This is an optimization exercise on Yosys and OpenROAD, whose aim is small area, a short achievable clock period and few clock cycles per item, not a production implementation.
Only simulation tests tie the RTL to the original design; equivalence was not proved.

[flow/config.mk]
export PLATFORM = sky130hd
export DESIGN_NAME = pv_sha256
export DESIGN_NICKNAME = pv_sha256
export VERILOG_FILES = /design/flow/design.v
export SDC_FILE = /design/flow/constraint.sdc
export NUM_CORES = 4
export LEC_CHECK = 0
export CAP_MARGIN = 30
export CORE_MARGIN = 2
export CORE_UTILIZATION = 40
export CTS_BUF_LIST = sky130_fd_sc_hd__clkbuf_4 sky130_fd_sc_hd__clkbuf_8
export CTS_CLUSTER_SIZE = 20
export SETUP_SLACK_MARGIN = 5
export SLEW_MARGIN = 40
[flow/design.v]
module pv_sha256 (
    input  wire         clk,
    input  wire         rst,
    input  wire         in_valid,
    output wire         in_ready,
    input  wire         in_first,
    input  wire [511:0] in_block,
    output reg          out_valid,
    output wire [255:0] out_digest
);
    localparam [255:0] IV = {
        32'h6a09e667, 32'hbb67ae85, 32'h3c6ef372, 32'ha54ff53a,
        32'h510e527f, 32'h9b05688c, 32'h1f83d9ab, 32'h5be0cd19
    };
    function [31:0] rotr;
        input [31:0] x;
        input [4:0]  n;
        begin
            rotr = (x >> n) | (x << (6'd32 - {1'b0, n}));
        end
    endfunction
    function [31:0] kconst;
        input [5:0] i;
        begin
            case (i)
                6'd0:  kconst = 32'h428a2f98;  6'd1:  kconst = 32'h71374491;
                6'd2:  kconst = 32'hb5c0fbcf;  6'd3:  kconst = 32'he9b5dba5;
                6'd4:  kconst = 32'h3956c25b;  6'd5:  kconst = 32'h59f111f1;
                6'd6:  kconst = 32'h923f82a4;  6'd7:  kconst = 32'hab1c5ed5;
                6'd8:  kconst = 32'hd807aa98;  6'd9:  kconst = 32'h12835b01;
                6'd10: kconst = 32'h243185be;  6'd11: kconst = 32'h550c7dc3;
                6'd12: kconst = 32'h72be5d74;  6'd13: kconst = 32'h80deb1fe;
                6'd14: kconst = 32'h9bdc06a7;  6'd15: kconst = 32'hc19bf174;
                6'd16: kconst = 32'he49b69c1;  6'd17: kconst = 32'hefbe4786;
                6'd18: kconst = 32'h0fc19dc6;  6'd19: kconst = 32'h240ca1cc;
                6'd20: kconst = 32'h2de92c6f;  6'd21: kconst = 32'h4a7484aa;
                6'd22: kconst = 32'h5cb0a9dc;  6'd23: kconst = 32'h76f988da;
                6'd24: kconst = 32'h983e5152;  6'd25: kconst = 32'ha831c66d;
                6'd26: kconst = 32'hb00327c8;  6'd27: kconst = 32'hbf597fc7;
                6'd28: kconst = 32'hc6e00bf3;  6'd29: kconst = 32'hd5a79147;
                6'd30: kconst = 32'h06ca6351;  6'd31: kconst = 32'h14292967;
                6'd32: kconst = 32'h27b70a85;  6'd33: kconst = 32'h2e1b2138;
                6'd34: kconst = 32'h4d2c6dfc;  6'd35: kconst = 32'h53380d13;
                6'd36: kconst = 32'h650a7354;  6'd37: kconst = 32'h766a0abb;
                6'd38: kconst = 32'h81c2c92e;  6'd39: kconst = 32'h92722c85;
                6'd40: kconst = 32'ha2bfe8a1;  6'd41: kconst = 32'ha81a664b;
                6'd42: kconst = 32'hc24b8b70;  6'd43: kconst = 32'hc76c51a3;
                6'd44: kconst = 32'hd192e819;  6'd45: kconst = 32'hd6990624;
                6'd46: kconst = 32'hf40e3585;  6'd47: kconst = 32'h106aa070;
                6'd48: kconst = 32'h19a4c116;  6'd49: kconst = 32'h1e376c08;
                6'd50: kconst = 32'h2748774c;  6'd51: kconst = 32'h34b0bcb5;
                6'd52: kconst = 32'h391c0cb3;  6'd53: kconst = 32'h4ed8aa4a;
                6'd54: kconst = 32'h5b9cca4f;  6'd55: kconst = 32'h682e6ff3;
                6'd56: kconst = 32'h748f82ee;  6'd57: kconst = 32'h78a5636f;
                6'd58: kconst = 32'h84c87814;  6'd59: kconst = 32'h8cc70208;
                6'd60: kconst = 32'h90befffa;  6'd61: kconst = 32'ha4506ceb;
                6'd62: kconst = 32'hbef9a3f7;  default: kconst = 32'hc67178f2;
            endcase
        end
    endfunction
    reg        run;         
    reg [6:0]  cnt;         
    reg        ready_q;     
    reg        prep;        
    reg        fin;         
    reg        first_q;     
    reg [3:0]  wi;          
    reg        insel;       
    wire free  = ~run | (cnt == 7'd64);
    wire start = in_valid & free;
    assign in_ready = ready_q;
    reg       run_n;
    reg [6:0] cnt_n;
    always @(*) begin
        run_n = run;
        cnt_n = cnt;
        if (start) begin
            run_n = 1'b1;
            cnt_n = 7'd0;
        end else if (run) begin
            cnt_n = cnt + 7'd1;
            if (cnt == 7'd64)
                run_n = 1'b0;
        end
    end
    always @(posedge clk) begin
        if (rst) begin
            run       <= 1'b0;
            cnt       <= 7'd0;
            ready_q   <= 1'b0;
            prep      <= 1'b0;
            fin       <= 1'b0;
            out_valid <= 1'b0;
            wi        <= 4'd0;
            insel     <= 1'b1;
        end else begin
            fin       <= run & (cnt == 7'd64);
            out_valid <= fin;
            prep      <= start;
            run       <= run_n;
            cnt       <= cnt_n;
            ready_q   <= run & (cnt == 7'd13);
            wi        <= start ? 4'd1 : ((wi == 4'd0) | (wi == 4'd15)) ? 4'd0 : wi + 4'd1;
            insel     <= ~run_n | (cnt_n <= 7'd14) | (cnt_n == 7'd64);
        end
    end
    always @(posedge clk) begin
        if (start)
            first_q <= in_first;
    end
    reg [31:0] a, b, c, d, e, f, g, h;
    reg [31:0] p;                   
    reg [511:0] w;                  
    reg [31:0] r0, r1, r2, r3;      
    reg [31:0] q0, q1, q2, q3;      
    reg        ph_sh;       
    reg        ga;          
    reg        use_iv;      
    reg  [2:0] ivs;         
    wire c61_63 = run & (cnt >= 7'd61) & (cnt <= 7'd63);
    wire c64    = run & (cnt == 7'd64);
    always @(posedge clk) begin
        ph_sh  <= prep | c61_63;
        ga     <= c61_63 | c64;
        use_iv <= first_q & (c61_63 | c64);
        ivs    <= {cnt == 7'd63, cnt == 7'd62, cnt == 7'd61};
    end
    wire [31:0] iv_r = ivs[0] ? IV[159:128] : ivs[1] ? IV[191:160] :
                       ivs[2] ? IV[223:192] : IV[255:224];
    wire [31:0] iv_q = ivs[0] ? IV[31:0]    : ivs[1] ? IV[63:32]   :
                       ivs[2] ? IV[95:64]   : IV[127:96];
    wire [31:0] xr = use_iv ? iv_r : r3;
    wire [31:0] xq = use_iv ? iv_q : q3;
    wire [31:0] sr = xr + (ga ? a : 32'd0);
    wire [31:0] sq = xq + (ga ? e : 32'd0);
    always @(posedge clk) begin
        if (ph_sh) begin
            r0 <= sr; r1 <= r0; r2 <= r1; r3 <= r2;
            q0 <= sq; q1 <= q0; q2 <= q1; q3 <= q2;
        end else if (fin) begin
            r3 <= sr;
            q3 <= sq;
        end
    end
    assign out_digest = {r3, r0, r1, r2, q3, q0, q1, q2};
    wire [255:0] chain = first_q ? IV : {sr, r0, r1, r2, sq, q0, q1, q2};
    wire [31:0] s1 = rotr(e, 5'd6) ^ rotr(e, 5'd11) ^ rotr(e, 5'd25);
    wire [31:0] ch = (e & f) ^ (~e & g);
    wire [31:0] s0 = rotr(a, 5'd2) ^ rotr(a, 5'd13) ^ rotr(a, 5'd22);
    wire [31:0] mj = (a & b) | (c & (a | b));
    function [31:0] bsel;
        input [31:0] m, x, y;
        begin
            bsel = (m & x) | (~m & y);
        end
    endfunction
    wire [31:0] u12 = ch ^ mj;
    wire [31:0] uco = bsel(u12, p, ch);                    
    wire [31:0] ut  = u12 ^ (p ^ s1);
    wire [31:0] uci = {uco[30:0], 1'b0};
    wire [31:0] usm = ut ^ uci;
    wire [31:0] ucy = bsel(ut, uci, s1);
    wire [31:0] ucc = {ucy[30:0], 1'b0};
    wire [31:0] uv  = usm ^ ucc;
    wire [31:0] afs = uv ^ s0;
    wire [31:0] afc = bsel(uv, s0, usm);
    wire [31:0] a_n = afs + {afc[30:0], 1'b0};
    wire [31:0] v12 = ch ^ d;
    wire [31:0] vco = bsel(v12, p, ch);                    
    wire [31:0] vt  = v12 ^ (p ^ s1);
    wire [31:0] vci = {vco[30:0], 1'b0};
    wire [31:0] vsm = vt ^ vci;
    wire [31:0] vcy = bsel(vt, vci, s1);
    wire [31:0] e_n = vsm + {vcy[30:0], 1'b0};
    wire [31:0] w0  = w[31:0];
    wire [31:0] w1  = w[63:32];
    wire [31:0] w6  = w[223:192];
    wire [31:0] w14 = w[479:448];
    wire [31:0] w15 = w[511:480];
    wire [31:0] ss0 = rotr(w14, 5'd7) ^ rotr(w14, 5'd18) ^ (w14 >> 3);
    wire [31:0] ss1 = rotr(w1, 5'd17) ^ rotr(w1, 5'd19) ^ (w1 >> 10);
    wire [31:0] z1s = w15 ^ w6 ^ ss0;
    wire [31:0] z1c = (w15 & w6) | (ss0 & (w15 | w6));
    wire [31:0] z1cc = {z1c[30:0], 1'b0};
    wire [31:0] z2s = z1s ^ z1cc ^ ss1;
    wire [31:0] z2c = (z1s & z1cc) | (ss1 & (z1s | z1cc));
    wire [31:0] w_n = z2s + {z2c[30:0], 1'b0};
    reg [31:0] w_in;
    always @(*) begin
        case (wi)
            4'd0: w_in = in_block[511:480];
            4'd1: w_in = in_block[479:448];
            4'd2: w_in = in_block[447:416];
            4'd3: w_in = in_block[415:384];
            4'd4: w_in = in_block[383:352];
            4'd5: w_in = in_block[351:320];
            4'd6: w_in = in_block[319:288];
            4'd7: w_in = in_block[287:256];
            4'd8: w_in = in_block[255:224];
            4'd9: w_in = in_block[223:192];
            4'd10: w_in = in_block[191:160];
            4'd11: w_in = in_block[159:128];
            4'd12: w_in = in_block[127:96];
            4'd13: w_in = in_block[95:64];
            4'd14: w_in = in_block[63:32];
            default: w_in = in_block[31:0];
        endcase
    end
    wire [31:0] hsrc = prep ? chain[31:0] : g;
    wire [31:0] kt   = kconst(cnt[5:0]);
    wire [31:0] u1s  = hsrc ^ kt ^ w0;
    wire [31:0] u1c  = (hsrc & kt) | (w0 & (hsrc | kt));
    wire [31:0] p_n  = u1s + {u1c[30:0], 1'b0};
    always @(posedge clk) begin
        w <= {w[479:0], insel ? w_in : w_n};
        p <= p_n;
        if (prep) begin
            {a, b, c, d, e, f, g, h} <= chain;
        end else begin
            a <= a_n; b <= a; c <= b; d <= c;
            e <= e_n; f <= e; g <= f; h <= g;
        end
    end
endmodule
[flow/run.sh]
#!/bin/bash
# synth_recipe.tcl (not shown) runs the flow's synth.tcl, then flattens the netlist and writes it again
# the make line also repeats each setting of config.mk as NAME=value (left out here)
make -C /OpenROAD-flow-scripts/flow DESIGN_CONFIG=/design/flow/config.mk WORK_HOME=/design/flow/orfs CLKGATE_MAP_FILE= SYNTH_SCRIPT=/design/flow/synth_recipe.tcl finish
[flow/constraint.sdc]
create_clock -name core_clock -period 8.5 [get_ports {clk}]
set_input_delay 1.7000 -clock core_clock [delete_from_list [all_inputs] [get_ports {clk}]]
set_output_delay 1.7000 -clock core_clock [all_outputs]
set_load 0.01 [all_outputs]
==> results.env, run 1 <==
STATUS='timing/DRC/antenna clean'
NUM-NETS-FINAL=7304
TIMING.MAX_SLEW.REL_SLACK_PCT=31.67
DRIVE_ABOVE_1_SHARE_PCT=25.88
INITIAL_ANTENNA_VIOLATION_COUNT=35
CTS.HTREE.LEVELS=4
DIEHEIGHT_UM=369.0
TIMING.HOLD.WORST.START='w[101]'
SKEW_NS=0.05324
ACHIEVABLE-FREQUENCY_MHz=228.4
MET2_LAYER_USAGE_REPORTED_BY_GLOBAL_ROUTE_PCT=51.27
YOSYSUNIQUECELLTYPES=85
CLKSINKCOUNT=1080
GP_CONGESTION=1.010
NUMBER_OF_GLOBAL_ROUTE_VIAS_BEFORE_REPAIR=46340
RSZ0062_AT_GRT='yes'
DRT_ITER0_MARKERS=5948
GRT_MAX_DEGREE=115
RR_WORST_DEPTH=17
CLOCK_TREE.ROOT_CELL='clkbuf_8'
NUMBER_OF_DETAILED_ROUTE_ITERATIONS_IN_THE_FIRST_PASS=8
SYNTH_ENABLE_FLOP_CELLS=257
CLOCKBUFFERDEPTH=3
POSTSYNTH.ASYNCRESETSHARE_PCT=0
CRITICAL_PATH_REQUIRED_NS=9.29
GR-USAGE-MET3_PCT=14.40
DRC_ERRORS=0
WORST_SETUP_HOLD_PATH_CLK_SLEW_NS=0.06
CRIT_FAMILY='compound AO/OA/AOI/OAI gates'
WL_PER_CELL_UM=32.09
NUM_IO_PINS=774
REGTOREGSTARTPOINT='a[10]'
SETUP_VIOL=0
GLOBAL_ROUTE.USAGE.TOTAL_PCT=37.80
WL_UM=269500
SEQ_AREA_FRAC_SYNTH_PCT=45.39
CTS_HOLD_BUFFERS=0
TIMING.CRITICAL_PATH.BUF_INV=2
TRITONCTS='yes'
WORST_HOLD_PATH.NUM_CELLS=0
CLK_LATENCY_NS=0.94
YS.FLOP_TYPE='dfxtp_1'
WORSTSETUPPATHTYPE='reg -> reg'
CP_SLOWEST_CELL='or3b_4'
SYNTH_LARGEST_AREA_CELL='dfxtp_1'
R2R_SLACK_NS=4.12
DP_HPWL_UM=198200
GLOBAL_ROUTE.USAGE.MET1_PCT=56.08
SYNTH_COMMON_CELLS='dfxtp_1, xnor2_1, o21ai_0, nand2_1, xor2_1'
TIMING.FINAL.CRIT_SHARE_PCT=51.52
SYNTH.MOST_COMMON_CELL='dfxtp_1'
FP.DIEW_UM=369.0
MAX_CAP_VIOLATIONS=0
ANT_NETS=0
HOLD_VIOL=0
SETUP_TOTAL_NEGATIVE_SLACK_NS=0
TIMING.CRITICAL_PATH.FANOUT_MAX=6
DIE_AREA_UM2=136200
INITIAL_UTILIZATION_PCT=40.44
HOLDWS_NS=0.3009
COREAREA_UM2=131800
ARRIVAL_NS=5.17
HOLDCRITPATHCLASS='reg -> reg'
MAPPEDNETLISTNETS=6042
GLOBAL_ROUTING_S_BUSIEST_LAYER='met1'
WHS_ENDPOINT='w[133]'
YOSYSTOPAREACELLSHARE_PCT=30.91
REMAINING_GLOBAL_ROUTE_OVERFLOW=0
SYNTH.AVG_CELL_AREA_UM2=10.21
AVGVIACOUNTPERCELL=5.809
YS_TOP_CELLS_BY_AREA='dfxtp_1, edfxtp_1, xnor2_1, ha_1, xor2_1'
NUMBER_OF_SYNTHESIZED_REGISTER_BITS=1080
GLOBAL_ROUTE_WIRE_LENGTH_BEFORE_REPAIR_UM=360600
PERIOD_NEEDED_NS=4.379
CRITPATHCAPTURETYPE='flip-flop'
FINAL-MAX-SLEW-VIOLATION-COUNT=0
WORST-SLEW-PIN-TRANSITION_NS=1.025
LAYOUT-AREA-OVERHEAD-VS-SYNTH_PCT=42.91
YOSYS_SYNTHESIS_WARNING_COUNT=1
CTS-BUFFERS-INSERTED=171
ROUTED-VIA-COUNT=48780
ROWS=133
CRITICAL_PATH.REG2REG.ENDPOINT='a[29]'
POST_SYN_AREA_UM2=53300
CRITPATHLAUNCHTYPE='flip-flop'
PORT-BUFFER-COUNT=773
CRIT_PATH_MAX_INCR_DELAY_NS=0.42
WORSTPATHCELLLIST='buf_4 > maj3_2 > maj3_2 > xnor2_2 > xnor2_2 > buf_4 > nor2_1 > o21a_1 > ha_4 > nand2_1 > or3b_4 > a31oi_4 > o31a_1 > a31oi_4 > a21oi_4 > a2111oi_4 > o32a_1'
SYNTH_CELLS=5220
-- state kept, by name, summed over array words and instances, names as in the netlist, 3 cells and up --
| signal | count |
|---|---|
| d | 32 |
| kt | 32 |
| a | 32 |
| b | 32 |
| q2 | 32 |
| f | 32 |
| ivs | 3 |
| wi | 4 |
| e | 32 |
| w | 512 |
| g | 32 |
| r2 | 32 |
| r1 | 32 |
| p | 32 |
| r3 | 32 |
| cnt | 7 |
| q1 | 32 |
| q3 | 32 |
| r0 | 32 |
| c | 32 |
| q0 | 32 |
-- repair_timing --
item | CTS | global route
gates resized for setup | 933 | 370
cloned | 6 | 6
buffers inserted | 372 | 142
pin swaps | 275 | 258
endpoints found under the hold margin | 0 | 0
setup endpoints to repair | 479 | 207
-- cell families (layout without fill, tap and decap cells) --
group                      Yosys count  after routing  synth area share (%)
AOI/OAI and AO/OA                 1451           1451                 18.66
DFF                               1080           1080                 45.39
and+or+nand+nor                    938            943                 8.298
xor gates and xnor gates           690            690                 11.34
buffers and inverters              561           1960                 3.958
adders and majority gates          435            435                 10.99
muxes                               65             65                 1.378
other                                0             17                     0
-- cell usage in the layout (no fill, tap or decap), types with 76 or more instances in the layout --
master,instances
xor2_1,223
a21o_1,85
xnor2_1,315
inv_1,256
o22a_1,100
a22oi_1,125
clkdlybuf4s50_1,513
ha_1,150
a21oi_1,186
fa_1,85
dfxtp_1,746
dlygate4sd2_1,224
nand2_1,272
buf_6,121
a22o_1,113
buf_4,438
clkbuf_8,195
o21ai_0,190
and2_1,77
xnor2_2,76
maj3_1,94
nor2_1,211
edfxtp_1,257
-- area by class of cell --
class | instances | area, µm²
Antenna cell | 17 | 42.54
Clock buffer | 246 | 3067
Sequential cell | 1080 | 24410
Fill cell | 11290 | 55620
Tap cell | 1755 | 2196
Inverter | 275 | 1092
Timing Repair inverter | 2 | 22.52
Timing Repair Buffer | 1368 | 12780
Clock inverter | 69 | 807.0
Multi-Input combinational cell | 3584 | 31760
-- worst max-delay path by stage --
| stage | depth (start not counted) | slack, ns | start | endpoint |
|---|---|---|---|---|
| floorplan | 16 | 4.50 | w[474] | w[29] |
| global placement | 10 | 2.90 | rst | kt[12] |
| detailed placement | 10 | 2.90 | rst | kt[12] |
| CTS | 18 | 4.26 | a[6] | a[31] |
| global route | 18 | 4.02 | e[5] | a[29] |
| finish | 17 | 4.12 | a[10] | a[29] |
-- worst reg2reg max path, delay by kind of cell (launching register included) --
kind,cells,cell delay [ns]
adder cells (fa/ha/maj),3,1.07
AO/OA/AOI/OAI,7,1.59
buffers and inverters,2,0.34
AND/OR/NAND/NOR,3,0.58
XOR/XNOR,2,0.40
flip-flops,1,0.29
-- layer usage --
layer  routed length [µm]  share of wire (%)
met5                   42              0.016
met2               107000                 40
met4                 5550                2.1
met3                35570                 13
met1               121300                 45
-- metrics by stage --
| stage | area (µm²) | cells | worst slack [ns] | utilization [%] |
|---|---|---|---|---|
| 4_1_cts | 73170 | 8231 | 4.263 | 55.52 |
| 3_5_place_dp | 63700 | 7538 | 2.899 | 48.33 |
| 3_3_place_gp | 63640 | 7533 | 2.902 | 48.29 |
| 5_1_grt | 76160 | 8388 | 4.024 | 57.78 |
| 2_1_floorplan | 54540 | 5220 | 4.499 | - |
| 6_report | 76180 | 8396 | 4.121 | 57.80 |
Testbench counts, summed over its fixed seeds: cycles 24,984, blocks 384.
==> run 2, diff against run 1 <==
--- a/flow/design.v
+++ b/flow/design.v
@@ -154,16 +154,16 @@
             bsel = (m & x) | (~m & y);
         end
     endfunction
-    wire [31:0] u12 = ch ^ mj;
-    wire [31:0] uco = bsel(u12, p, ch);                    
-    wire [31:0] ut  = u12 ^ (p ^ s1);
+    wire [31:0] u1  = p ^ ch;
+    wire [31:0] l1s = u1 ^ mj;
+    wire [31:0] l1c = bsel(u1, mj, p);                     
+    wire [31:0] l1cc = {l1c[30:0], 1'b0};
+    wire [31:0] u2  = s1 ^ s0;
+    wire [31:0] uco = bsel(u2, l1cc, s1);                  
+    wire [31:0] ut  = u2 ^ (l1cc ^ l1s);
     wire [31:0] uci = {uco[30:0], 1'b0};
-    wire [31:0] usm = ut ^ uci;
-    wire [31:0] ucy = bsel(ut, uci, s1);
-    wire [31:0] ucc = {ucy[30:0], 1'b0};
-    wire [31:0] uv  = usm ^ ucc;
-    wire [31:0] afs = uv ^ s0;
-    wire [31:0] afc = bsel(uv, s0, usm);
+    wire [31:0] afs = ut ^ uci;
+    wire [31:0] afc = bsel(ut, uci, l1s);
     wire [31:0] a_n = afs + {afc[30:0], 1'b0};
     wire [31:0] v12 = ch ^ d;
     wire [31:0] vco = bsel(v12, p, ch);                    
--- a/flow/config.mk
+++ b/flow/config.mk
@@ -8,7 +8,5 @@
 export CAP_MARGIN = 30
 export CORE_MARGIN = 2
 export CORE_UTILIZATION = 40
-export CTS_BUF_LIST = sky130_fd_sc_hd__clkbuf_4 sky130_fd_sc_hd__clkbuf_8
-export CTS_CLUSTER_SIZE = 20
-export SETUP_SLACK_MARGIN = 5
+export SETUP_SLACK_MARGIN = 4.5
 export SLEW_MARGIN = 40
==> results.env, run 2 <==
STATUS='timing/DRC/antenna clean'
CRIT_END='w[31]'
CRITICAL_PATH.REG2REG.ENDPOINT='w[31]'
WL_PER_CELL_UM=33.48  # +4.3%
SEQ_AREA_FRAC_SYNTH_PCT=44.83  # -0.56 points
NUM-NETS-FINAL=7034  # -3.7%
TOP_REGISTER='w'
GRT_MAX_DEGREE=79  # -31%
SYNTH.MOST_COMMON_CELL='dfxtp_1'
SKEW_NS=0.07531  # +0.02206 ns
YOSYSUNIQUECELLTYPES=94  # +11%
ROUTED-VIA-COUNT=47950  # -1.7%
INITIAL_UTILIZATION_PCT=40.39  # -0.057 points
DRIVE_ABOVE_1_SHARE_PCT=18.01  # -7.9 points
RR_WORST_DEPTH=17  # unchanged
YOSYSTOPAREACELLSHARE_PCT=30.53  # -0.38 points
NUMBER_OF_SYNTHESIZED_REGISTER_BITS=1080  # unchanged
CLOCKBUFFERDEPTH=3  # unchanged
NUMBER_OF_GLOBAL_ROUTE_VIAS_BEFORE_REPAIR=45340  # -2.2%
YS.FLOP_TYPE='dfxtp_1'
TIMING.MAX_SLEW.REL_SLACK_PCT=40.96  # +9.3 points
RSZ0062_AT_GRT='yes'
SYNTH_LARGEST_AREA_CELL='dfxtp_1'
HOLD_VIOL=0  # unchanged
CRITPATHLAUNCHTYPE='flip-flop'
CLKSINKCOUNT=1080  # unchanged
HOLDCRITPATHCLASS='reg -> reg'
REGTOREGSTARTPOINT='w[456]'
GLOBAL_ROUTE_WIRE_LENGTH_BEFORE_REPAIR_UM=364200  # +1.0%
TIMING.CRITICAL_PATH.FANOUT_MAX=3  # -3
SETUP_VIOL=0  # unchanged
CRIT_PATH_MAX_INCR_DELAY_NS=0.51  # +0.09 ns
R2R_SLACK_NS=3.98  # -0.14 ns
GP_CONGESTION=1.016  # +0.59%
ARRIVAL_NS=5.18  # about the same
INITIAL_ANTENNA_VIOLATION_COUNT=45  # +29%
ANT_NETS=0  # unchanged
DRT_ITER0_MARKERS=6325  # +6.3%
CP_SLOWEST_CELL='fa_1'
INSTANCES_NO_FILL=8090  # -3.6%
LARGEST_REGISTER_FF_COUNT=512  # unchanged
WORST-SLEW-PIN-TRANSITION_NS=0.8764  # -0.1485 ns
FP.DIEW_UM=371.3  # +0.61%
GLOBAL_ROUTE.USAGE.TOTAL_PCT=37.90  # +0.093 points
DIE_AREA_UM2=137900  # +1.2%
LAYOUT-AREA-OVERHEAD-VS-SYNTH_PCT=35.42
FILLCELLCOUNT=11570  # +2.4%
LAYOUT_COMMON_CELLS='clkdlybuf4s50_1, dfxtp_1, xnor2_1'
MAX_CAP_VIOLATIONS=0  # unchanged
HOLDWS_NS=0.2811  # -0.01980 ns
COREAREA_UM2=133600  # +1.4%
WORSTSETUPPATHTYPE='reg -> reg'
SYNTH.AVG_CELL_AREA_UM2=10.22  # +0.11%
DP_HPWL_UM=206200  # +4.0%
DPL.CELL_COUNT=7621  # +1.1%
WORST_SETUP_HOLD_PATH_CLK_SLEW_NS=0.06  # about the same
REMAINING_GLOBAL_ROUTE_OVERFLOW=0  # unchanged
CP_NUM_CELLS=17  # unchanged
NUMBER_OF_DETAILED_ROUTE_ITERATIONS_IN_THE_FIRST_PASS=6  # -2
PORT-BUFFER-COUNT=773  # unchanged
TIMING.FINAL.CRIT_SHARE_PCT=53.12  # +1.6 points
ROWS=134  # +0.75%
DRC_ERRORS=0  # unchanged
AREA_OF_COMBINATIONAL_CELLS_WITH_MULTIPLE_INPUTS_UM2=30650  # -3.5%
YS_TOP_CELLS_BY_AREA='dfxtp_1, edfxtp_1, xnor2_1, ha_1, xor2_1'
CLOCK_TREE.ROOT_CELL='clkbuf_16'
ACHIEVABLE-FREQUENCY_MHz=221.5  # -3.0%
CRIT_FAMILY='compound AO/OA/AOI/OAI gates'
WORSTPATHCELLLIST='xor2_2 > xnor2_2 > fa_1 > fa_1 > inv_2 > ha_4 > inv_2 > fa_2 > nor2b_4 > o31ai_4 > a211oi_4 > o41ai_4 > a311oi_4 > or3_1 > a221oi_2 > xnor2_1 > o22a_1'
SYNTH_ENABLE_FLOP_CELLS=257  # unchanged
TIMING.CRITICAL_PATH.FROM='w[456]'
FF_LATCH_AREA_UM2=24380  # -0.10%
SYNTH_COMMON_CELLS='dfxtp_1, xnor2_1, inv_1, nand2_1, o21ai_0'
DIEHEIGHT_UM=371.3  # +0.61%
YOSYS_SYNTHESIS_WARNING_COUNT=1  # unchanged
CRITICAL_PATH_REQUIRED_NS=9.17  # -0.12 ns
POST_SYN_AREA_UM2=53970  # +1.2%
TRITONCTS='yes'
PLACED_AREA_UM2=63800  # +0.15%
SETUP_SLACK_AFTER_LAYOUT_NS=3.985  # -0.1361 ns
MAPPEDNETLISTNETS=6102  # +0.99%
PRECTSSETUPSLACK_NS=2.953  # +0.05391 ns
PERIOD_NEEDED_NS=4.515  # +0.1361 ns
CTS.HTREE.LEVELS=3  # -1
SETUP_TOTAL_NEGATIVE_SLACK_NS=0  # unchanged
CRITPATHCAPTURETYPE='flip-flop'
FINAL-MAX-SLEW-VIOLATION-COUNT=0  # unchanged
CLK_LATENCY_NS=0.79  # -0.15 ns
AVGVIACOUNTPERCELL=5.928  # +2.0%
WL_UM=270800  # +0.51%
SYNTH_CELLS=5279  # +1.1%
TIMING.CRITICAL_PATH.BUF_INV=2  # unchanged
CTS-BUFFERS-INSERTED=108  # -37%
POSTSYNTH.ASYNCRESETSHARE_PCT=0  # unchanged
FINALINSTANCEAREA_UM2=73080  # -4.1%
LAYOUT.CELLS.MOST_COMMON='clkdlybuf4s50_1'
NUM_IO_PINS=774  # unchanged
## run 2: cell families (layout without fill, tap and decap cells)
family                     count (synthesis)  in the layout  synth area share [%]
xor gates and xnor gates                 680            680                 11.06
AOI/OAI and AO/OA                       1441           1441                 18.79
and+or+nand+nor                          955            957                 8.442
DFF                                     1080           1080                 44.83
muxes                                     72             72                 1.479
adders and majority gates                455            455                 11.23
other                                      0             21                     0
buffers and inverters                    596           1616                 4.173
## run 2: worst min path at each step
| stage | from | endpoint | cells past startpoint |
|---|---|---|---|
| after floorplan | w[424] | w[456] | 0 |
| after global placement | w[367] | w[399] | 0 |
| after detailed placement | w[68] | w[100] | 0 |
| after CTS | w[177] | w[209] | 0 |
| after global routing | w[177] | w[209] | 0 |
| final | w[177] | w[209] | 0 |
## run 2: through the flow
stage               util (%)
finish                 54.69
global route           54.67
CTS                    53.02
detailed placement     47.74
global placement       47.66
floorplan                  -
## run 2: metal layers
layer | global-route usage, % | up-vias | wire [µm]
li1 | - | 20800 | -
met1 | 58.29 | 24010 | 124300
met2 | 51.97 | 2766 | 108400
met3 | 10.97 | 359 | 32500
met4 | 7.147 | 16 | 5477
met5 | 0 | - | 114
## run 2: timing repair
item | CTS | global route
hold buffers | 0 | 0
setup buffers | 143 | 96
pin swaps | 186 | 184
endpoints found under the hold margin | 0 | 0
cloned | 8 | 1
gates resized for setup | 466 | 293
endpoints found under the setup margin | 207 | 122
## run 2: final cells by class
class                           instances  area share [%]
Antenna cell                           21         0.07190
Clock buffer                          144           4.135
Clock inverter                         56          0.9536
Inverter                              312           1.644
Multi-Input combinational cell       3605           41.94
Sequential cell                      1080           33.36
Tap cell                             1768           3.027
Timing Repair Buffer                 1104           14.86
## run 2: worst reg2reg max path, cell delays in order (launching register included)
cell	delay, ns
dfxtp_4	0.37
xor2_2	0.19
xnor2_2	0.26
fa_1	0.48
fa_1	0.51
inv_2	0.05
ha_4	0.16
inv_2	0.05
fa_2	0.23
nor2b_4	0.06
o31ai_4	0.27
a211oi_4	0.13
o41ai_4	0.40
a311oi_4	0.20
or3_1	0.37
a221oi_2	0.30
xnor2_1	0.14
o22a_1	0.23
Testbench counts of run 2, summed over its fixed seeds: cycles 24,984, blocks 384.
==> run 3, diff against run 2 <==
--- a/flow/config.mk
+++ b/flow/config.mk
@@ -8,5 +8,5 @@
 export CAP_MARGIN = 30
 export CORE_MARGIN = 2
 export CORE_UTILIZATION = 40
-export SETUP_SLACK_MARGIN = 4.5
+export SETUP_SLACK_MARGIN = 4.0
 export SLEW_MARGIN = 40
==> results.env, run 3 <==
CLK_LATENCY_NS=0.77  # -0.02 ns
STATUS='timing/DRC/antenna clean'
SETUP_VIOL=0  # unchanged
GLOBAL_ROUTE.USAGE.TOTAL_PCT=36.91  # -0.99 points
WORST-SLEW-PIN-TRANSITION_NS=0.9718  # +0.09540 ns
CTS.HTREE.LEVELS=3  # unchanged
DRC_ERRORS=0  # unchanged
SYNTH_LARGEST_AREA_CELL='dfxtp_1'
ANT_NETS=0  # unchanged
SYNTH_CELLS=5279  # unchanged
SYNTH.AVG_CELL_AREA_UM2=10.22  # unchanged
CLOCK_TREE.ROOT_CELL='clkbuf_16'
WORSTSETUPPATHTYPE='reg -> reg'
SYNTH.MOST_COMMON_CELL='dfxtp_1'
DRIVE_ABOVE_1_SHARE_PCT=10.79  # -7.2 points
FINAL-MAX-SLEW-VIOLATION-COUNT=0  # unchanged
HOLD_VIOL=0  # unchanged
DPL.CELL_COUNT=7606  # -0.20%
CTS_HOLD_BUFFERS=0  # unchanged
DP_HPWL_UM=204900  # -0.62%
WL_PER_CELL_UM=33.18  # -0.87%
HOLDCRITPATHCLASS='reg -> reg'
DRT_ITER0_MARKERS=6133  # -3.0%
YOSYS_SYNTHESIS_WARNING_COUNT=1  # unchanged
WORST_SETUP_HOLD_PATH_CLK_SLEW_NS=0.06  # about the same
DIEHEIGHT_UM=371.3  # unchanged
YS.FLOP_TYPE='dfxtp_1'
ACHIEVABLE-FREQUENCY_MHz=220.5  # -0.44%
NUMBER_OF_SYNTHESIZED_REGISTER_BITS=1080  # unchanged
SKEW_NS=0.05359  # -0.02172 ns
ARRIVAL_NS=5.17  # about the same
NUM-NETS-FINAL=6837  # -2.8%
YOSYSTOPAREACELLSHARE_PCT=30.53  # unchanged
YS_TOP_CELLS_BY_AREA='dfxtp_1, edfxtp_1, xnor2_1, ha_1, xor2_1'
INSTANCES_NO_FILL=7884  # -2.5%
FILLCELLCOUNT=12030  # +4.0%
REMAINING_GLOBAL_ROUTE_OVERFLOW=0  # unchanged
SYNTH_ENABLE_FLOP_CELLS=257  # unchanged
CRITICAL_PATH_REQUIRED_NS=9.14  # -0.03 ns
MAPPEDNETLISTNETS=6102  # unchanged
COREAREA_UM2=133600  # unchanged
POSTSYNTH.ASYNCRESETSHARE_PCT=0  # unchanged
SYNTH_COMMON_CELLS='dfxtp_1, xnor2_1, inv_1, nand2_1, o21ai_0'
WL_UM=261600  # -3.4%
SEQ_AREA_FRAC_SYNTH_PCT=44.83  # unchanged
INITIAL_ANTENNA_VIOLATION_COUNT=35  # -22%
MAX_CAP_VIOLATIONS=0  # unchanged
CRITPATHCAPTURETYPE='flip-flop'
SETUP_TOTAL_NEGATIVE_SLACK_NS=0  # unchanged
FINALINSTANCEAREA_UM2=69320  # -5.2%
GP_CONGESTION=1.017  # about the same
TRITONCTS='yes'
CLKSINKCOUNT=1080  # unchanged
NUMBER_OF_GLOBAL_ROUTE_VIAS_BEFORE_REPAIR=43560  # -3.9%
CRITPATHLAUNCHTYPE='flip-flop'
ROUTED-VIA-COUNT=46380  # -3.3%
NUMBER_OF_DETAILED_ROUTE_ITERATIONS_IN_THE_FIRST_PASS=6  # unchanged
CTS-BUFFERS-INSERTED=108  # unchanged
TOP_REGISTER='w'
GRT_MAX_DEGREE=79  # unchanged
GLOBAL_ROUTE_WIRE_LENGTH_BEFORE_REPAIR_UM=353900  # -2.9%
TIMING.MAX_SLEW.REL_SLACK_PCT=34.53  # -6.4 points
TIMING.CRITICAL_PATH.FANOUT_MAX=3  # unchanged
DIE_AREA_UM2=137900  # unchanged
NUM_IO_PINS=774  # unchanged
CLOCKBUFFERDEPTH=3  # unchanged
PERIOD_NEEDED_NS=4.535  # +0.01979 ns
AVGVIACOUNTPERCELL=5.882  # -0.76%
LARGEST_REGISTER_FF_COUNT=512  # unchanged
TIMING.FINAL.CRIT_SHARE_PCT=53.35  # +0.23 points
YOSYSUNIQUECELLTYPES=94  # unchanged
LAYOUT.CELLS.MOST_COMMON='clkdlybuf4s50_1'
PLACED_AREA_UM2=63480  # -0.50%
RSZ0062_AT_GRT='yes'
LAYOUT_COMMON_CELLS='clkdlybuf4s50_1, dfxtp_1, xnor2_1'
FP.DIEW_UM=371.3  # unchanged
INITIAL_UTILIZATION_PCT=40.39  # unchanged
LAYOUT-AREA-OVERHEAD-VS-SYNTH_PCT=28.44
POST_SYN_AREA_UM2=53970  # unchanged
ROWS=134  # unchanged
PORT-BUFFER-COUNT=773  # unchanged
run 3: cell types whose count changed in the layout (fill, tap and decap cells not counted), moves of 17 or more:
cell / previous run / this run
maj3_1: 90 / 140
xor2_1: 211 / 234
maj3_2: 58 / 8
xor2_2: 26 / 6
xnor2_1: 346 / 406
buf_6: 42 / 8
buf_4: 253 / 107
ha_4: 30 / 8
xnor2_2: 69 / 32
a21oi_1: 225 / 242
dfxtp_1: 744 / 763
ha_1: 160 / 189
xnor2_4: 23 / 0
o21ai_0: 233 / 258
run 3: kinds of logic (layout without fill, tap and decap cells):
family | count (synthesis) | after routing | synth area share (%)
buffers and inverters | 596 | 1423 | 4.173
adders and majority gates | 455 | 455 | 11.23
AOI/OAI and AO/OA | 1441 | 1441 | 18.79
xor gates and xnor gates | 680 | 680 | 11.06
and+or+nand+nor | 955 | 956 | 8.442
DFF | 1080 | 1080 | 44.83
muxes | 72 | 72 | 1.479
other | 0 | 9 | 0
run 3: timing repair:
action	in CTS	in global routing
resized for setup	175	127
endpoints found under the setup margin	168	84
cloned	6	1
hold endpoints to repair	0	0
pin swaps	50	52
buffers inserted	42	15
run 3: worst max-delay path, cell delays in order (launching register included):
cell	delay (ns)
edfxtp_1	0.46
buf_6	0.17
nor2_4	0.21
buf_12	0.14
buf_4	0.12
a22o_1	0.17
fa_1	0.47
fa_2	0.40
a211oi_2	0.22
nor2_2	0.09
o31ai_4	0.34
o311ai_4	0.18
o311a_1	0.35
o41a_1	0.36
a221o_1	0.36
o221a_4	0.24
xnor2_2	0.14
run 3: layout make-up:
| cell class | instances | area, µm² | share of cell area [%] |
|---|---|---|---|
| Clock inverter | 72 | 942.2 | 1.359 |
| Multi-Input combinational cell | 3604 | 28660 | 41.35 |
| Clock buffer | 131 | 2963 | 4.274 |
| Antenna cell | 9 | 22.52 | 0.03249 |
| Sequential cell | 1080 | 24320 | 35.09 |
| Inverter | 312 | 1201 | 1.733 |
| Timing Repair inverter | 2 | 17.52 | 0.02527 |
| Timing Repair Buffer | 906 | 8971 | 12.94 |
| Tap cell | 1768 | 2212 | 3.191 |
run 3: path summary, 6_finish.rpt:
check / startpoint / to / slack (ns) / cells past startpoint
max: first_q / p[31] / 3.97 / 16
min: w[302] / w[334] / 0.28 / 0
max reg2reg: first_q / p[31] / 3.97 / 16
min reg2reg: w[302] / w[334] / 0.28 / 0
run 3: layer usage:
metal  GRT usage (%)  wire length, µm
met1           56.55           123400
met2           51.54           106400
met3           10.46            27900
met4           5.839             3870
met5               0               99
run 3: per-stage QoR:
stage               worst slack (ns)  util, %  hold slack [ns]
detailed placement             2.706    47.50           0.3121
global route                   3.904    51.86           0.2896
CTS                            3.902    51.32           0.2810
floorplan                      4.001        -           0.3096
finish                         3.965    51.87           0.2778
global placement               2.713    47.45           0.3095
==> run 4, diff against run 3 <==
--- a/flow/design.v
+++ b/flow/design.v
@@ -179,12 +179,13 @@
     wire [31:0] w15 = w[511:480];
     wire [31:0] ss0 = rotr(w14, 5'd7) ^ rotr(w14, 5'd18) ^ (w14 >> 3);
     wire [31:0] ss1 = rotr(w1, 5'd17) ^ rotr(w1, 5'd19) ^ (w1 >> 10);
-    wire [31:0] z1s = w15 ^ w6 ^ ss0;
-    wire [31:0] z1c = (w15 & w6) | (ss0 & (w15 | w6));
-    wire [31:0] z1cc = {z1c[30:0], 1'b0};
-    wire [31:0] z2s = z1s ^ z1cc ^ ss1;
-    wire [31:0] z2c = (z1s & z1cc) | (ss1 & (z1s | z1cc));
-    wire [31:0] w_n = z2s + {z2c[30:0], 1'b0};
+    wire [31:0] z12 = w15 ^ w6;
+    wire [31:0] zco = bsel(z12, ss0, w15);                 
+    wire [31:0] zt  = z12 ^ (ss0 ^ ss1);
+    wire [31:0] zci = {zco[30:0], 1'b0};
+    wire [31:0] zsm = zt ^ zci;
+    wire [31:0] zcy = bsel(zt, zci, ss1);
+    wire [31:0] w_n = zsm + {zcy[30:0], 1'b0};
     reg [31:0] w_in;
     always @(*) begin
         case (wi)
@@ -208,9 +209,10 @@
     end
     wire [31:0] hsrc = prep ? chain[31:0] : g;
     wire [31:0] kt   = kconst(cnt[5:0]);
-    wire [31:0] u1s  = hsrc ^ kt ^ w0;
-    wire [31:0] u1c  = (hsrc & kt) | (w0 & (hsrc | kt));
-    wire [31:0] p_n  = u1s + {u1c[30:0], 1'b0};
+    wire [31:0] q12  = kt ^ w0;
+    wire [31:0] q1s  = q12 ^ hsrc;
+    wire [31:0] q1c  = bsel(q12, hsrc, kt);                
+    wire [31:0] p_n  = q1s + {q1c[30:0], 1'b0};
     always @(posedge clk) begin
         w <= {w[479:0], insel ? w_in : w_n};
         p <= p_n;
==> results.env, run 4 <==
CTS_HOLD_BUFFERS=0  # unchanged
RSZ0062_AT_GRT='yes'
POST_SYNTH_MUX_AREA_SHARE_PCT=1.235  # -0.24 points
CRITPATHLAUNCHTYPE='flip-flop'
LARGEST_REGISTER_FF_COUNT=512  # unchanged
LAYOUT_COMMON_CELLS='clkdlybuf4s50_1, dfxtp_1, xnor2_1'
POSTSYNTH.ASYNCRESETSHARE_PCT=0  # unchanged
GLOBAL_ROUTE.USAGE.TOTAL_PCT=34.74  # -2.2 points
NUMBER_OF_GLOBAL_ROUTE_VIAS_BEFORE_REPAIR=43890  # +0.77%
SYNTH_SIMPLE_GATE_AREA_SHARE_PCT=9.162  # +0.72 points
GP_CONGESTION=1.014  # -0.27%
ARRIVAL_NS=5.14  # -0.03 ns
SYNTH_LARGEST_AREA_CELL='dfxtp_1'
ROUTED-VIA-COUNT=47560  # +2.6%
YOSYS_SYNTHESIS_WARNING_COUNT=1  # unchanged
SYNTH_COMPOUND_GATE_AREA_SHARE_PCT=19.06  # +0.27 points
SYNTH_CELLS=5422  # +2.7%
SKEW_NS=0.04744  # -0.006146 ns
FILLCELLCOUNT=12330  # +2.5%
FP.DIEW_UM=372.9  # +0.41%
XOR_XNOR_SHARE_OF_THE_SYNTHESIZED_AREA_PCT=14.14  # +3.1 points
ACHIEVABLE-FREQUENCY_MHz=224.4  # +1.8%
TIMING.CRITICAL_PATH.FANOUT_MAX=6  # +3
REGTOREGSTARTPOINT='e[15]'
WORST_HOLD_PATH.NUM_CELLS=0  # unchanged
DIE_AREA_UM2=139000  # +0.83%
NUMBER_OF_SYNTHESIZED_REGISTER_BITS=1080  # unchanged
TRITONCTS='yes'
CLOCKBUFFERDEPTH=3  # unchanged
DRIVE_ABOVE_1_SHARE_PCT=10.20  # -0.59 points
PLACED_AREA_UM2=63800  # +0.52%
YOSYSTOPAREACELLSHARE_PCT=30.28  # -0.25 points
TIMING.FINAL.CRIT_SHARE_PCT=52.42  # -0.93 points
PORT-BUFFER-COUNT=773  # unchanged
HOLD_VIOL=0  # unchanged
SYNTH_ENABLE_FLOP_CELLS=257  # unchanged
SETUP_SLACK_AFTER_LAYOUT_NS=4.044  # +0.07890 ns
CLK_LATENCY_NS=0.77  # about the same
PERIOD_NEEDED_NS=4.456  # -0.07890 ns
WORST-SLEW-PIN-TRANSITION_NS=1.015  # +0.04290 ns
WL_UM=251600  # -3.8%
YOSYSUNIQUECELLTYPES=91  # -3.2%
DRC_ERRORS=0  # unchanged
CLOCK_TREE.ROOT_CELL='clkbuf_16'
MAPPEDNETLISTNETS=6152  # +0.82%
WORST_SETUP_HOLD_PATH_CLK_SLEW_NS=0.07  # about the same
POST_SYN_AREA_UM2=54420  # +0.84%
SYNTH_TOP_FAMILY_BY_AREA='compound AO/OA/AOI/OAI gates'
NUMBER_OF_DETAILED_ROUTE_ITERATIONS_IN_THE_FIRST_PASS=6  # unchanged
DRT_ITER0_MARKERS=6088  # -0.73%
SYNTH_COMMON_CELLS='dfxtp_1, xnor2_1, nand2_1, o21ai_0, nor2_1'
ANT_NETS=0  # unchanged
CTS.HTREE.LEVELS=3  # unchanged
WORSTSETUPPATHTYPE='reg -> reg'
INITIAL_ANTENNA_VIOLATION_COUNT=24  # -31%
TIMING.HOLD.WORST.START='w[415]'
LAYOUT.CELLS.MOST_COMMON='clkdlybuf4s50_1'
CRITICAL_PATH.REG2REG.ENDPOINT='a[30]'
NUM_IO_PINS=774  # unchanged
RR_WORST_DEPTH=16  # unchanged
DIEHEIGHT_UM=372.9  # +0.41%
TOP_REGISTER='w'
CRITICAL_PATH_REQUIRED_NS=9.19  # +0.05 ns
R2R_SLACK_NS=4.04  # +0.08 ns
SYNTH.AVG_CELL_AREA_UM2=10.04  # -1.8%
MAX_CAP_VIOLATIONS=0  # unchanged
DP_HPWL_UM=197600  # -3.6%
YS.FLOP_TYPE='dfxtp_1'
GRT_MAX_DEGREE=80  # +1.3%
GLOBAL_ROUTE_WIRE_LENGTH_BEFORE_REPAIR_UM=343900  # -2.8%
SYNTH_ADDER_AREA_SHARE_PCT=8.792  # -2.4 points
REMAINING_GLOBAL_ROUTE_OVERFLOW=0  # unchanged
CTS-BUFFERS-INSERTED=108  # unchanged
NUM-NETS-FINAL=6851  # +0.20%
SEQ_AREA_FRAC_SYNTH_PCT=44.46  # -0.37 points
PRECTSSETUPSLACK_NS=2.752  # +0.04596 ns
SYNTH.MOST_COMMON_CELL='dfxtp_1'
HOLDWS_NS=0.3087  # +0.03094 ns
TIMING.MAX_SLEW.REL_SLACK_PCT=32.35  # -2.2 points
WHS_ENDPOINT='w[447]'
CRITPATHCAPTURETYPE='flip-flop'
YS_TOP_CELLS_BY_AREA='dfxtp_1, edfxtp_1, xnor2_1, ha_1, xor2_1'
SETUP_TOTAL_NEGATIVE_SLACK_NS=0  # unchanged
INITIAL_UTILIZATION_PCT=40.22  # -0.16 points
STATUS='timing/DRC/antenna clean'
ROWS=135  # +0.75%
SETUP_VIOL=0  # unchanged
CLKSINKCOUNT=1080  # unchanged
HOLDCRITPATHCLASS='reg -> reg'
COREAREA_UM2=135300  # +1.3%
WL_PER_CELL_UM=31.43  # -5.3%
AVGVIACOUNTPERCELL=5.941  # +1.0%
LAYOUT-AREA-OVERHEAD-VS-SYNTH_PCT=27.86
FINALINSTANCEAREA_UM2=69580  # +0.38%
FINAL-MAX-SLEW-VIOLATION-COUNT=0  # unchanged
[run 4: changes by cell type after synthesis, sizes merged, moves of 10 or more]
cell   previous run  this run
a22oi           119       105
buf              32        46
fa               98         6
inv             308       152
maj3            148       206
mux2             62        47
nand2           277       338
nor2            249       283
o21ai           280       331
o22ai            42        32
xnor2           438       586
xor2            241       251
xor3              0        14
[run 4: worst max path at each step]
stage / to / cells after the start / start / slack [ns]
2_1_floorplan: a[30] / 15 / e[15] / 4.04
3_3_place_gp: r3[31] / 14 / use_iv / 2.60
3_5_place_dp: kt[23] / 12 / in_valid / 2.75
4_1_cts: a[31] / 16 / a[0] / 4.00
5_1_grt: a[30] / 18 / a[4] / 3.89
6_report: a[30] / 16 / e[15] / 4.04
[run 4: critical path, stage by stage, from the launching register on]
cell and delay, ns:
dfxtp_4 0.37, buf_12 0.13, xnor2_1 0.46, xnor2_1 0.30, maj3_1 0.45, xnor2_1 0.20
xnor2_1 0.14, ha_2 0.33, a21o_1 0.21, a21o_1 0.22, a21oi_4 0.23, o41a_1 0.28
a21oi_4 0.12, nor3_2 0.14, mux2_1 0.35, a311o_1 0.33, nor3_2 0.14
[run 4: per-stage QoR]
step | util, % | std cells
after floorplan | - | 5422
after global placement | 47.10 | 7736
after detailed placement | 47.16 | 7737
after CTS | 50.65 | 7957
after global routing | 51.41 | 7999
final | 51.43 | 8006
[run 4: cell families after synthesis]
logic type | Yosys count
adders and majority gates | 420
xor gates and xnor gates | 852
and+or+nand+nor | 1060
DFF | 1080
AOI/OAI and AO/OA | 1500
muxes | 60
buffers and inverters | 450
[run 4: layer usage]
layer  vias up  global-route usage (%)  routed length, µm
met3       271                   9.083              27540
met4         8                   6.266               4953
met1     23700                   52.46             115700
met2      2563                   49.52             103500
met5         -                       0                 46
li1      21020                       -                  -
[run 4: repair_timing]
action | in CTS | in global routing
gates resized for setup | 166 | 161
pin swaps | 16 | 51
buffers inserted | 16 | 37
setup endpoints to repair | 148 | 100
gates cloned | 1 | 0
[run 4: cell type report]
type / instances / area [µm²] / area share (%)
multi-input cells: 3893 / 29740 / 42.74
repair buffers: 886 / 8726 / 12.54
inverters: 152 / 585.6 / 0.8416
well taps: 1781 / 2228 / 3.203
clock inverters: 54 / 802.0 / 1.153
clock buffers: 149 / 3147 / 4.522
diodes: 11 / 27.53 / 0.03956
flip-flops and latches: 1080 / 24330 / 34.96
Testbench counts of run 4, summed over its fixed seeds: cycles 24,984, blocks 384.
==> run 5, diff against run 4 <==
--- a/flow/config.mk
+++ b/flow/config.mk
@@ -8,5 +8,5 @@
 export CAP_MARGIN = 30
 export CORE_MARGIN = 2
 export CORE_UTILIZATION = 40
-export SETUP_SLACK_MARGIN = 4.0
+export SETUP_SLACK_MARGIN = 3.5
 export SLEW_MARGIN = 40
==> results.env, run 5 <==
SEQ_AREA_FRAC_SYNTH_PCT=44.46  # unchanged
CTS.HTREE.LEVELS=3  # unchanged
CRITICAL_PATH.REG2REG.ENDPOINT='a[30]'
ROUTED-VIA-COUNT=47060  # -1.1%
CTS_HOLD_BUFFERS=0  # unchanged
REGTOREGSTARTPOINT='e[20]'
CRITICAL_PATH_REQUIRED_NS=9.20  # about the same
CRIT_FAMILY='compound AO/OA/AOI/OAI gates'
DRIVE_ABOVE_1_SHARE_PCT=6.523  # -3.7 points
COREAREA_UM2=135300  # unchanged
GLOBAL_ROUTE.USAGE.TOTAL_PCT=34.82  # +0.087 points
CLK_LATENCY_NS=0.77  # about the same
YOSYS_SYNTHESIS_WARNING_COUNT=1  # unchanged
FP.DIEW_UM=372.9  # unchanged
CRITPATHCAPTURETYPE='flip-flop'
HOLD_VIOL=0  # unchanged
NUM_IO_PINS=774  # unchanged
WL_PER_CELL_UM=31.72  # +0.90%
WORST-SLEW-PIN-TRANSITION_NS=0.9524  # -0.06226 ns
RSZ0062_AT_GRT='yes'
AREA_OF_COMBINATIONAL_CELLS_WITH_MULTIPLE_INPUTS_UM2=28900  # -2.8%
YOSYSTOPAREACELLSHARE_PCT=30.28  # unchanged
CRIT_PATH_MAX_INCR_DELAY_NS=0.63  # +0.17 ns
RR_WORST_DEPTH=14  # -2
LARGEST_REGISTER_FF_COUNT=512  # unchanged
MAPPEDNETLISTNETS=6152  # unchanged
SYNTH_LARGEST_AREA_CELL='dfxtp_1'
FINAL-MAX-SLEW-VIOLATION-COUNT=0  # unchanged
STATUS='timing/DRC/antenna clean'
TIMING.FINAL.CRIT_SHARE_PCT=57.81  # +5.4 points
AVGVIACOUNTPERCELL=5.914  # -0.45%
YOSYSUNIQUECELLTYPES=91  # unchanged
WORSTSETUPPATHTYPE='reg -> reg'
DRT_ITER0_MARKERS=6095  # +0.11%
WORST_SETUP_HOLD_PATH_CLK_SLEW_NS=0.07  # about the same
TIMING.CRITICAL_PATH.FROM='e[20]'
GLOBAL_ROUTE_WIRE_LENGTH_BEFORE_REPAIR_UM=343200  # -0.21%
CLOCKBUFFERDEPTH=3  # unchanged
DIEHEIGHT_UM=372.9  # unchanged
REMAINING_GLOBAL_ROUTE_OVERFLOW=0  # unchanged
MAX_CAP_VIOLATIONS=0  # unchanged
SYNTH_ENABLE_FLOP_CELLS=257  # unchanged
CRITPATHLAUNCHTYPE='flip-flop'
FILLCELLCOUNT=12410  # +0.71%
CRIT_END='a[30]'
FINALCOREUTILIZATION_PCT=50.37  # -1.1 points
GP_CONGESTION=0.9996  # -1.4%
DRC_ERRORS=0  # unchanged
CRITICAL-PATH-TOP-CELL-BY-COUNT='maj3_1'
TRITONCTS='yes'
SKEW_NS=0.06052  # +0.01307 ns
DP_HPWL_UM=199800  # +1.1%
SYNTH_CELLS=5422  # unchanged
CLOCK_TREE.ROOT_CELL='clkbuf_16'
LAYOUT.CELLS.MOST_COMMON='dfxtp_1'
YS.FLOP_TYPE='dfxtp_1'
TIMING.CRITICAL_PATH.BUF_INV=0  # -1
POSTSYNTH.ASYNCRESETSHARE_PCT=0  # unchanged
SETUP_VIOL=0  # unchanged
HOLDCRITPATHCLASS='reg -> reg'
NUMBER_OF_GLOBAL_ROUTE_VIAS_BEFORE_REPAIR=43840  # -0.11%
SYNTH.AVG_CELL_AREA_UM2=10.04  # unchanged
INITIAL_UTILIZATION_PCT=40.22  # unchanged
SETUP_TOTAL_NEGATIVE_SLACK_NS=0  # unchanged
TOP_REGISTER='w'
WL_UM=252400  # +0.30%
CP_NUM_CELLS=14  # -2
ARRIVAL_NS=5.62  # +0.48 ns
LAYOUT_COMMON_CELLS='dfxtp_1, clkdlybuf4s50_1, xnor2_1'
NUMBER_OF_DETAILED_ROUTE_ITERATIONS_IN_THE_FIRST_PASS=9  # +3
LAYOUT-AREA-OVERHEAD-VS-SYNTH_PCT=25.22
ROWS=135  # unchanged
CLKSINKCOUNT=1080  # unchanged
YS_TOP_CELLS_BY_AREA='dfxtp_1, edfxtp_1, xnor2_1, ha_1, xor2_1'
DIE_AREA_UM2=139000  # unchanged
ANT_NETS=0  # unchanged
CP_SLOWEST_CELL='dfxtp_1'
FF_LATCH_AREA_UM2=24220  # -0.46%
INITIAL_ANTENNA_VIOLATION_COUNT=43  # +79%
ACHIEVABLE-FREQUENCY_MHz=203.5  # -9.3%
TIMING.CRITICAL_PATH.FANOUT_MAX=7  # +1
PORT-BUFFER-COUNT=773  # unchanged
POST_SYN_AREA_UM2=54420  # unchanged
R2R_SLACK_NS=3.59  # -0.46 ns
NUM-NETS-FINAL=6800  # -0.74%
PERIOD_NEEDED_NS=4.914  # +0.4579 ns
WORSTPATHCELLLIST='o21ai_0 > maj3_1 > maj3_1 > maj3_1 > ha_1 > a21o_1 > a21o_1 > a21oi_1 > o41a_1 > a21oi_4 > nor3_1 > mux2_1 > a311o_1 > nor3_2'
GRT_MAX_DEGREE=126  # +57%
NUMBER_OF_SYNTHESIZED_REGISTER_BITS=1080  # unchanged
SYNTH_COMMON_CELLS='dfxtp_1, xnor2_1, nand2_1, o21ai_0, nor2_1'
TIMING.MAX_SLEW.REL_SLACK_PCT=36.51  # +4.2 points
SYNTH.MOST_COMMON_CELL='dfxtp_1'
CTS-BUFFERS-INSERTED=107  # -0.93%
==> run 5: cell counts after synthesis <==
No cell type changed its count.
==> run 5: kinds of logic (layout without fill, tap and decap cells) <==
| family | count (synthesis) | after routing | share of synthesized area (%) |
|---|---|---|---|
| simple gates | 1060 | 1060 | 9.162 |
| mux | 60 | 60 | 1.235 |
| flops | 1080 | 1080 | 44.46 |
| other cells | 0 | 14 | 0 |
| fa+ha+maj | 420 | 420 | 8.792 |
| xor+xnor | 852 | 852 | 14.14 |
| compound gates | 1500 | 1500 | 19.06 |
| buf+inv | 450 | 1191 | 3.159 |
==> run 5: worst min-delay path by stage <==
stage,start,end,slack (ns),cells past startpoint
global route,w[348],w[380],0.32,0
global placement,w[153],w[185],0.31,0
floorplan,w[68],w[100],0.31,0
CTS,w[246],w[278],0.32,0
finish,w[246],w[278],0.32,0
detailed placement,w[70],w[102],0.31,0
==> run 5: per-layer routing <==
layer / track usage (%) / vias up / wire [µm]
met4: 7.263 / 30 / 5225
met2: 48.43 / 2480 / 102000
met1: 50.94 / 23370 / 114200
li1: - / 20910 / -
met3: 12.72 / 277 / 30760
met5: 0 / - / 190
==> run 5: repair_timing <==
action                                  4_1_cts  5_1_grt
setup buffers                                 2        2
pin swaps                                     2        2
endpoints found under the setup margin       41       60
hold endpoints to repair                      0        0
resized for setup                            13       45
cloned                                        0        0
==> run 5: cell type report <==
type	count	share of cell area, %
antenna	14	0.05141
clock buffer	143	4.519
clock inverter	59	1.227
inverter	152	0.8538
multi-input combinational	3892	42.41
sequential	1080	35.54
tap	1781	3.270
timing repair buffer	837	12.13
==> run 5: stage by stage <==
stage	hold WS, ns	std cells	setup slack (ns)	instance area (µm²)
floorplan	0.3096	5422	3.970	54420
global placement	0.3097	7736	2.796	63740
detailed placement	0.3121	7738	3.065	63850
CTS	0.3163	7942	3.501	67850
global route	0.3198	7947	3.431	68120
finish	0.3202	7958	3.586	68140

[static timing again, ports no longer ideal]
How much do the figures lean on ideal ports? The routed layouts below were timed once more, with nothing changed but the port constraints. Step 1, drivers: a clkbuf_16 drives clk and a buf_2 each remaining input, both assumed. Step 2 adds t to the input delays and takes it off the output delays; t is the mean of the earliest and latest rising clock arrival at the registers after step 1. Input paths then give back, and output paths get back, about the clock's delay inside the block. Three values: ideal ports, drivers, drivers and shift; two values: the first two.
run	t (ns)	setup slack, ns	latest minus earliest clock arrival (ns)	worst data-port slew with drivers (ns)	pins driven straight from the clock port
run 1	0.995	4.121 / 4.121 / 4.121	0.058 / 0.059	0.19	1
run 2	0.832	3.985 / 3.985 / 3.720	0.075 / 0.075	0.33	1
run 3	0.836	3.965 / 3.965 / 3.430	0.060 / 0.060	0.34	1
run 4	0.838	4.044 / 4.044 / 3.388	0.049 / 0.048	0.29	1
run 5	0.830	3.586 / 3.586 / 2.927	0.063 / 0.062	0.25	1
After both steps setup and hold are still met in every run listed. The setup slack of run 5, which loses most, moves by 0.000 ns with the drivers and by -0.659 ns with both steps.
